From an optimization exercise on the open Yosys and OpenROAD flow, aimed at small area, a short achievable clock period and few clock cycles per item; shortcuts taken in it are not production practice.
In this exercise RTL edits were held to simulation tests only and were not proved equivalent to the original.

==> run a <==
==> flow/design.v (excerpt) <==
module zx36_exec (
    input  wire        clk,
    input  wire        rst,
    input  wire        in_valid,
    output wire        in_ready,
    input  wire        in_dalu,
    input  wire [5:0]  in_fn,
    input  wire [71:0] in_a,
    input  wire [71:0] in_b,
    input  wire [3:0]  in_flags,
    input  wire        in_sat,
    output reg         out_valid,
    output wire [71:0] out_result,
    output wire [3:0]  out_flags,
    output reg         out_wr,
    output reg         out_ill
);
clock: 15.0 ns
lec_check: 0
cap_margin: 35
core_margin: 2
core_utilization: 35
place_density: 0.45
slew_margin: 20
standard.sh (not shown) runs the stock make flow with config.mk's settings and CLKGATE_MAP_FILE= SYNTH_SCRIPT=/design/flow/synth_recipe.tcl, a recipe that flattens the netlist after the stock synthesis.
==> flow/flow/run.sh <==
#!/bin/bash
# Layout flow: the standard flow (standard.sh: standard synthesis,
# floorplan, placement, CTS, routing, finish) with three settings changed:
#  - ABC_AREA=1: ABC's area script for technology mapping;
#  - port buffers are buf_2 cells (every input and output still gets one);
set -euo pipefail
bash standard.sh ABC_AREA=1 SETUP_SLACK_MARGIN=10.5 \
  "BUFFER_PORTS_ARGS=-buffer_cell sky130_fd_sc_hd__buf_2" finish > flow_make.log 2>&1
==> inputs of run b, as changes to run a <==
--- a/flow/design.v
+++ b/flow/design.v
@@ -112,13 +112,14 @@
     reg        dph0, dph1;   
     reg [1:0]  ms_x, mc_x;   
     reg        mfirst;       
     reg [11:0] lo_s, lo_c;   
     reg        mcy;          
     reg [17:0] bsel;         
-    assign in_ready = !busy;
+    reg rdy;
+    assign in_ready = rdy;
     wire [36:0] mx = {m_sgn & a1[35], a1[35:0]};
     wire        mlast = (cnt[1:0] == 2'd2);
     wire        m_xr = mlast & ~m_sgn & b1[11];
     reg [49:0] ppr [0:5];
     reg [49:0] pp0, pp1, pp2, pp3, pp4, pp5, pp6;
     integer j;
@@ -233,14 +234,14 @@
         for (k = 0; k < 36; k = k + 1) therm[k] = (amt > k);
     end
     wire        a35 = a1[35];
     wire [35:0] shres = sh_l ? (rot & ~therm)
                              : ((rot & therm) | ({36{sh_sar & a35}} & ~therm));
     wire        shc = sh_big ? (sh_sar & a35) : sh_l ? rot[0] : rot[35];
-    wire lt_s = $signed(a1[35:0]) < $signed(b1[35:0]);
     wire lt_u = a1[35:0] < b1[35:0];
+    wire lt_s = lt_u ^ a1[35] ^ b1[35];
     wire mm_a = mm_max ^ (mm_s ? lt_s : lt_u);
     reg  [35:0] lg;
     always @* begin
         for (k = 0; k < 36; k = k + 1) lg[k] = lg_t[{a1[k], b1[k]}];
         if (lg_ext) lg[35:18] = {18{lg_exts & a1[17]}};
     end
@@ -267,19 +268,22 @@
     assign out_result = out_r;
     assign out_flags  = out_fl;
     always @(posedge clk) begin
         if (rst) begin
             v1 <= 1'b0;
             busy <= 1'b0;
+            rdy <= 1'b1;
             out_valid <= 1'b0;
         end else begin
             if (!busy) begin
                 v1 <= in_valid;
                 busy <= in_valid & (i_ismul | i_isdiv);
+                rdy <= ~(in_valid & (i_ismul | i_isdiv));
             end else if (k_mul ? mlast : (dph1 ? qzero : (!dph0 && cnt == 6'd1))) begin
                 busy <= 1'b0;
+                rdy <= 1'b1;
             end
             out_valid <= v1 & ~busy;
         end
         out_r    <= res;
         out_fl   <= k_ill ? f1 : {v_f, c_f, n_f, z_f};
         out_wr   <= k_wr;
==> inputs of run c, as changes to run a <==
--- a/flow/design.v
+++ b/flow/design.v
@@ -71,22 +71,22 @@
     wire i_sbig  = (i_s > 6'd36);
     wire i_szero = (i_s == 6'd0);
     wire i_w0    = i_add | i_adc | i_sub | i_sbc | i_cmp | i_neg | i_abs | i_mul | i_rem |
                    i_qadd | i_qsub;
     wire i_w72   = i_dadd | i_dsub | i_dcmp | i_dneg | i_dmul | i_dmulu;
     wire i_whi   = i_mulh | i_mulhu | i_div | i_divu;
-    function [17:0] booth6;      
-        input [12:0] w;          
+    function [26:0] booth9;      
+        input [18:0] w;          
         integer d;
         reg y0, y1, y2;
         begin
-            for (d = 0; d < 6; d = d + 1) begin
+            for (d = 0; d < 9; d = d + 1) begin
                 y0 = w[2*d]; y1 = w[2*d+1]; y2 = w[2*d+2];
-                booth6[d]      = y0 ^ y1;
-                booth6[6 + d]  = (y2 & ~y1 & ~y0) | (~y2 & y1 & y0);
-                booth6[12 + d] = y2;
+                booth9[d]      = y0 ^ y1;
+                booth9[9 + d]  = (y2 & ~y1 & ~y0) | (~y2 & y1 & y0);
+                booth9[18 + d] = y2;
             end
         end
     endfunction
     reg        v1;           
     reg        busy;         
     reg [71:0] a1;
@@ -109,58 +109,59 @@
     reg fc_keep, fc_add, fc_sub, fc_dadd, fc_dsub, fc_sh;
     reg fv_keep, fv_36, fv_72, fv_mul, fv_div;
     reg [5:0]  cnt;
     reg        dph0, dph1;   
     reg [1:0]  ms_x, mc_x;   
     reg        mfirst;       
-    reg [11:0] lo_s, lo_c;   
+    reg [17:0] lo_s, lo_c;   
     reg        mcy;          
-    reg [17:0] bsel;         
-    assign in_ready = !busy;
+    reg [26:0] bsel;         
+    reg rdy;
+    assign in_ready = rdy;
     wire [36:0] mx = {m_sgn & a1[35], a1[35:0]};
-    wire        mlast = (cnt[1:0] == 2'd2);
-    wire        m_xr = mlast & ~m_sgn & b1[11];
-    reg [49:0] ppr [0:5];
-    reg [49:0] pp0, pp1, pp2, pp3, pp4, pp5, pp6;
+    wire        mlast = (cnt[1:0] == 2'd1);
+    wire        m_xr = mlast & ~m_sgn & b1[17];
+    reg [55:0] ppr [0:8];
+    reg [55:0] pp [0:9];
     integer j;
     always @* begin
-        for (j = 0; j < 6; j = j + 1) begin : booth
+        for (j = 0; j < 9; j = j + 1) begin : booth
             reg [37:0] mag, r;
-            mag = ({38{bsel[j]}} & {mx[36], mx}) | ({38{bsel[6+j]}} & {mx, 1'b0});
-            r = mag ^ {38{bsel[12+j]}};
-            ppr[j] = {11'd0, 1'b1, ~r[37], r[36:0]} << (2*j);
+            mag = ({38{bsel[j]}} & {mx[36], mx}) | ({38{bsel[9+j]}} & {mx, 1'b0});
+            r = mag ^ {38{bsel[18+j]}};
+            ppr[j] = {17'd0, 1'b1, ~r[37], r[36:0]} << (2*j);
         end
-        pp0 = ppr[0];
-        pp1 = ppr[1] | {49'd0, bsel[12]};
-        pp2 = ppr[2] | {47'd0, bsel[13], 2'd0};
-        pp3 = ppr[3] | {45'd0, bsel[14], 4'd0};
-        pp4 = ppr[4] | {43'd0, bsel[15], 6'd0};
-        pp5 = ppr[5] | {41'd0, bsel[16], 8'd0};
-        pp6 = {1'b0, {37{m_xr}} & mx, 1'b0, bsel[17], 10'd0};
+        pp[0] = ppr[0];
+        for (j = 1; j < 9; j = j + 1)
+            pp[j] = ppr[j] | ({55'd0, bsel[18+j-1]} << (2*j-2));
+        pp[9] = {1'b0, {37{m_xr}} & mx, 1'b0, bsel[26], 16'd0};
     end
-    function [99:0] csa;
-        input [49:0] x, y, z;
-        reg [49:0] s, c;
+    function [111:0] csa;
+        input [55:0] x, y, z;
+        reg [55:0] s, c;
         begin
             s = x ^ y ^ z;
             c = (x & y) | (x & z) | (y & z);
-            csa = {c[48:0], 1'b0, s};
+            csa = {c[54:0], 1'b0, s};
         end
     endfunction
     wire [37:0] acc_s = mfirst ? {1'b1, 2'b00, k_qmul, 34'd0} : {ms_x, a1[71:36]};
     wire [37:0] acc_c = {mc_x, b1[71:36]} & {38{~mfirst}};
-    wire [99:0] l1a = csa({12'd0, acc_s}, {12'd0, acc_c}, pp0);
-    wire [99:0] l1b = csa(pp1, pp2, pp3);
-    wire [99:0] l1c = csa(pp4, pp5, pp6);
-    wire [99:0] l2a = csa(l1a[49:0], l1a[99:50], l1b[49:0]);
-    wire [99:0] l2b = csa(l1b[99:50], l1c[49:0], l1c[99:50]);
-    wire [99:0] l3  = csa(l2a[49:0], l2a[99:50], l2b[49:0]);
-    wire [99:0] l4  = csa(l3[49:0], l3[99:50], l2b[99:50]);
-    wire [49:0] m_s = l4[49:0];
-    wire [49:0] m_c = l4[99:50];
-    wire [12:0] m_g = {1'b0, lo_s} + {1'b0, lo_c} + {12'd0, mcy};
+    wire [111:0] l1a = csa({18'd0, acc_s}, {18'd0, acc_c}, pp[0]);
+    wire [111:0] l1b = csa(pp[1], pp[2], pp[3]);
+    wire [111:0] l1c = csa(pp[4], pp[5], pp[6]);
+    wire [111:0] l1d = csa(pp[7], pp[8], pp[9]);
+    wire [111:0] l2a = csa(l1a[55:0], l1a[111:56], l1b[55:0]);
+    wire [111:0] l2b = csa(l1b[111:56], l1c[55:0], l1c[111:56]);
+    wire [111:0] l3a = csa(l2a[55:0], l2a[111:56], l2b[55:0]);
+    wire [111:0] l3b = csa(l2b[111:56], l1d[55:0], l1d[111:56]);
+    wire [111:0] l4  = csa(l3a[55:0], l3a[111:56], l3b[55:0]);
+    wire [111:0] l5  = csa(l4[55:0], l4[111:56], l3b[111:56]);
+    wire [55:0] m_s = l5[55:0];
+    wire [55:0] m_c = l5[111:56];
+    wire [18:0] m_g = {1'b0, lo_s} + {1'b0, lo_c} + {18'd0, mcy};
     wire [36:0] dt    = {a1[35:0], a1[71]};
     wire [37:0] dtr   = {1'b0, dt} + {2'b11, b1[35:0]} + {37'd0, ~d_bneg};
     wire        dq    = !dtr[37];
     wire [35:0] dnr   = dq ? dtr[35:0] : dt[35:0];
     function [5:0] lzc36;
         input [35:0] v;
@@ -211,13 +212,13 @@
     wire [36:0] mv_o = zo[71:35];
     wire mv_z = &zk[71:36];
     wire mv_1 = &(~mv_p[36:1] ~^ (mv_g[35:0] | (mv_o[35:0] & ~mv_p[35:0])));
     wire mul_v = ~((mv_z & (mv_p[0] == c35)) | (mv_1 & (mv_p[0] != c35)));
     reg  qm_ovf_r;
     wire qm_ovf = mfirst ? ((a1[35:0] == MIN36) && (b1[35:0] == MIN36)) : qm_ovf_r;
-    wire qm_tie = (asum[34:24] == 11'd0) && (a1[23:0] == 24'd0);
+    wire qm_tie = (asum[34:18] == 17'd0) && (a1[17:0] == 18'd0);
     wire z_qm   = &zk[70:37] & (zp[36] == c36) & (~(zp[35] ^ c35) | qm_tie);
     wire [5:0] amt = dph1 ? (qzero ? 6'd36 : s0) : ramt;
     reg [35:0] rot;
     always @* begin
         rot = a1[35:0];
         if (amt[0]) rot = {rot[34:0], rot[35]};
@@ -233,14 +234,14 @@
         for (k = 0; k < 36; k = k + 1) therm[k] = (amt > k);
     end
     wire        a35 = a1[35];
     wire [35:0] shres = sh_l ? (rot & ~therm)
                              : ((rot & therm) | ({36{sh_sar & a35}} & ~therm));
     wire        shc = sh_big ? (sh_sar & a35) : sh_l ? rot[0] : rot[35];
-    wire lt_s = $signed(a1[35:0]) < $signed(b1[35:0]);
     wire lt_u = a1[35:0] < b1[35:0];
+    wire lt_s = lt_u ^ a1[35] ^ b1[35];
     wire mm_a = mm_max ^ (mm_s ? lt_s : lt_u);
     reg  [35:0] lg;
     always @* begin
         for (k = 0; k < 36; k = k + 1) lg[k] = lg_t[{a1[k], b1[k]}];
         if (lg_ext) lg[35:18] = {18{lg_exts & a1[17]}};
     end
@@ -267,19 +268,22 @@
     assign out_result = out_r;
     assign out_flags  = out_fl;
     always @(posedge clk) begin
         if (rst) begin
             v1 <= 1'b0;
             busy <= 1'b0;
+            rdy <= 1'b1;
             out_valid <= 1'b0;
         end else begin
             if (!busy) begin
                 v1 <= in_valid;
                 busy <= in_valid & (i_ismul | i_isdiv);
+                rdy <= ~(in_valid & (i_ismul | i_isdiv));
             end else if (k_mul ? mlast : (dph1 ? qzero : (!dph0 && cnt == 6'd1))) begin
                 busy <= 1'b0;
+                rdy <= 1'b1;
             end
             out_valid <= v1 & ~busy;
         end
         out_r    <= res;
         out_fl   <= k_ill ? f1 : {v_f, c_f, n_f, z_f};
         out_wr   <= k_wr;
@@ -346,35 +350,35 @@
                          i_qsub | i_dadd | i_dsub | i_dcmp | i_dneg | i_mul | i_qmul |
                          i_isdiv | i_dmul | i_dmulu);
             cnt    <= 6'd0;
             dph0   <= 1'b1;
             dph1   <= 1'b0;
             mfirst <= 1'b1;
-            lo_s   <= 12'd0;
-            lo_c   <= 12'd0;
+            lo_s   <= 18'd0;
+            lo_c   <= 18'd0;
             mcy    <= 1'b0;
-            bsel   <= booth6({in_b[11:0], 1'b0});
+            bsel   <= booth9({in_b[17:0], 1'b0});
         end else if (k_mul) begin
             cnt    <= cnt + 6'd1;
-            ms_x   <= m_s[49:48];
-            mc_x   <= m_c[49:48];
+            ms_x   <= m_s[55:54];
+            mc_x   <= m_c[55:54];
             mfirst <= 1'b0;
             if (mfirst) qm_ovf_r <= qm_ovf;
-            lo_s   <= m_s[11:0];
-            lo_c   <= m_c[11:0];
-            mcy    <= m_g[12];
-            bsel   <= booth6({b1[23:12], b1[11]});
+            lo_s   <= m_s[17:0];
+            lo_c   <= m_c[17:0];
+            mcy    <= m_g[18];
+            bsel   <= booth9({b1[35:18], b1[17]});
             if (mlast) begin
                 xinv_lo <= 1'b0; xinv_hi <= 1'b0; xen_hi <= 1'b1;
                 yen_lo <= 1'b1; yen_hi <= 1'b1; yinv_lo <= 1'b0; yinv_hi <= 1'b0;
-                acin <= m_g[12];
-                a1 <= {m_s[47:0], m_g[11:0], b1[35:24]};
-                b1 <= {m_c[47:0], {24{m_g[12]}}};
+                acin <= m_g[18];
+                a1 <= {m_s[53:0], m_g[17:0]};
+                b1 <= {m_c[53:0], {18{m_g[18]}}};
             end else begin
-                a1[71:36] <= m_s[47:12];
-                b1 <= {m_c[47:12], m_g[11:0], b1[35:12]};
+                a1[71:36] <= m_s[53:18];
+                b1 <= {m_c[53:18], m_g[17:0], b1[35:18]};
             end
         end else begin
             dph0 <= 1'b0;
             dph1 <= dph0;
             if (dph0) begin
                 a1[35:0] <= asum[35:0];
==> flow/flow/run.sh (replaced) <==
#!/bin/bash
# Layout flow: the standard flow (standard.sh: standard synthesis,
# floorplan, placement, CTS, routing, finish) with three settings changed:
#  - ABC_AREA=1: ABC's area script for technology mapping;
#  - port buffers are buf_2 cells (every input and output still gets one);
set -euo pipefail
bash standard.sh ABC_AREA=1 SETUP_SLACK_MARGIN=10 \
  "BUFFER_PORTS_ARGS=-buffer_cell sky130_fd_sc_hd__buf_2" finish > flow_make.log 2>&1
==> inputs of run d, as changes to run a <==
--- a/flow/design.v
+++ b/flow/design.v
@@ -112,13 +112,14 @@
     reg        dph0, dph1;   
     reg [1:0]  ms_x, mc_x;   
     reg        mfirst;       
     reg [11:0] lo_s, lo_c;   
     reg        mcy;          
     reg [17:0] bsel;         
-    assign in_ready = !busy;
+    reg rdy;
+    assign in_ready = rdy;
     wire [36:0] mx = {m_sgn & a1[35], a1[35:0]};
     wire        mlast = (cnt[1:0] == 2'd2);
     wire        m_xr = mlast & ~m_sgn & b1[11];
     reg [49:0] ppr [0:5];
     reg [49:0] pp0, pp1, pp2, pp3, pp4, pp5, pp6;
     integer j;
@@ -233,14 +234,14 @@
         for (k = 0; k < 36; k = k + 1) therm[k] = (amt > k);
     end
     wire        a35 = a1[35];
     wire [35:0] shres = sh_l ? (rot & ~therm)
                              : ((rot & therm) | ({36{sh_sar & a35}} & ~therm));
     wire        shc = sh_big ? (sh_sar & a35) : sh_l ? rot[0] : rot[35];
-    wire lt_s = $signed(a1[35:0]) < $signed(b1[35:0]);
     wire lt_u = a1[35:0] < b1[35:0];
+    wire lt_s = lt_u ^ a1[35] ^ b1[35];
     wire mm_a = mm_max ^ (mm_s ? lt_s : lt_u);
     reg  [35:0] lg;
     always @* begin
         for (k = 0; k < 36; k = k + 1) lg[k] = lg_t[{a1[k], b1[k]}];
         if (lg_ext) lg[35:18] = {18{lg_exts & a1[17]}};
     end
@@ -267,19 +268,22 @@
     assign out_result = out_r;
     assign out_flags  = out_fl;
     always @(posedge clk) begin
         if (rst) begin
             v1 <= 1'b0;
             busy <= 1'b0;
+            rdy <= 1'b1;
             out_valid <= 1'b0;
         end else begin
             if (!busy) begin
                 v1 <= in_valid;
                 busy <= in_valid & (i_ismul | i_isdiv);
+                rdy <= ~(in_valid & (i_ismul | i_isdiv));
             end else if (k_mul ? mlast : (dph1 ? qzero : (!dph0 && cnt == 6'd1))) begin
                 busy <= 1'b0;
+                rdy <= 1'b1;
             end
             out_valid <= v1 & ~busy;
         end
         out_r    <= res;
         out_fl   <= k_ill ? f1 : {v_f, c_f, n_f, z_f};
         out_wr   <= k_wr;
==> flow/flow/run.sh (replaced) <==
#!/bin/bash
# Layout flow: the standard flow (standard.sh: standard synthesis,
# floorplan, placement, CTS, routing, finish) with three settings changed:
#  - ABC_AREA=1: ABC's area script for technology mapping;
#  - port buffers are buf_2 cells (every input and output still gets one);
set -euo pipefail
bash standard.sh ABC_AREA=1 SETUP_SLACK_MARGIN=10.35 \
  "BUFFER_PORTS_ARGS=-buffer_cell sky130_fd_sc_hd__buf_2" finish > flow_make.log 2>&1
==> summary of the runs <==
The lowest via count belongs to run b, the highest to run c. Maximum frequency: run c is smaller than run b (11%). Critical path depth: run c is higher than run d (4). Worst hold slack, highest first: run b, run c, run d, run a. Flip-flop and latch count: run c is higher than run b (20).
==> figures <==
| metric | run a | run b | run c | run d |
|---|---|---|---|---|
| Reg2reg path depth | 23 | 26 | 23 | 19 |
| Startpoint of the most critical register-to-register path | b1[12] | b1[31] | b1[15] | b1[22] |
| Global Route met1 Usage | 0.513 | 0.542 | 0.548 | 0.539 |
| Arrival time at the worst endpoint | 5.21 ns | 5.16 ns | 5.72 ns | 5.47 ns |
| Run status | finished clean | finished clean | finished clean | finished clean |
| Floorplan core area | 140000 um^2 | 138000 um^2 | 157000 um^2 | 138000 um^2 |
| Pin count of the biggest net entering global routing | 73 | 77 | 130 | 69 |
| Post-cts resize count | 183 | 183 | 99 | 133 |
| Post-synthesis sequential area ratio | 0.184 | 0.187 | 0.174 | 0.187 |
| Fraction of area in multi-input gates | 0.621 | 0.620 | 0.635 | 0.621 |
| Mapped Avg Cell Area | 6.94 um^2 | 6.99 um^2 | 7.11 um^2 | 6.99 um^2 |
| Cell repeated most along the worst path | sky130_fd_sc_hd__nand2_1 | sky130_fd_sc_hd__nand2_1 | sky130_fd_sc_hd__nand2_1 | - |
| Number of buffer and inverter instances along the worst setup path | 5 | 6 | 5 | 5 |
Testbench counts of run a, summed over its fixed seeds: cycles 35,435, items 16,000.
Testbench counts of run b, summed over its fixed seeds: cycles 35,435, items 16,000.
Testbench counts of run c, summed over its fixed seeds: cycles 32,543, items 16,000.
Testbench counts of run d, summed over its fixed seeds: cycles 35,435, items 16,000.

## afterwards: timing with drivers on the ports
How much do the figures lean on ideal ports? The routed layouts below were timed once more, with nothing changed but the port constraints. Step 1, drivers: a clkbuf_16 drives clk and a buf_2 each remaining input, both assumed. Step 2 also shifts input and output timing later by t, the mid clock arrival at the registers, as if the neighbouring blocks saw the same clock. Slacks: ideal ports / drivers / drivers and shift; pairs: ideal ports / drivers.
| run | t (ns) | setup slack, ns | worst setup path at the end | worst data-port slew with drivers (ns) | pins driven straight from the clock port |
|---|---|---|---|---|---|
| run a | 0.731 | 10.305 / 10.305 / 9.736 | input to register | 0.17 | 1 |
| run b | 0.748 | 10.410 / 10.410 / 9.973 | input to register | 0.12 | 1 |
| run c | 0.748 | 9.818 / 9.818 / 9.269 | input to register | 0.15 | 1 |
| run d | 0.774 | 10.095 / 10.095 / 9.783 | input to register | 0.12 | 1 |
After both steps setup and hold are still met in every run listed. For run a, which loses most, drivers alone change the setup slack by 0.000 ns; drivers and shift together by -0.569 ns.
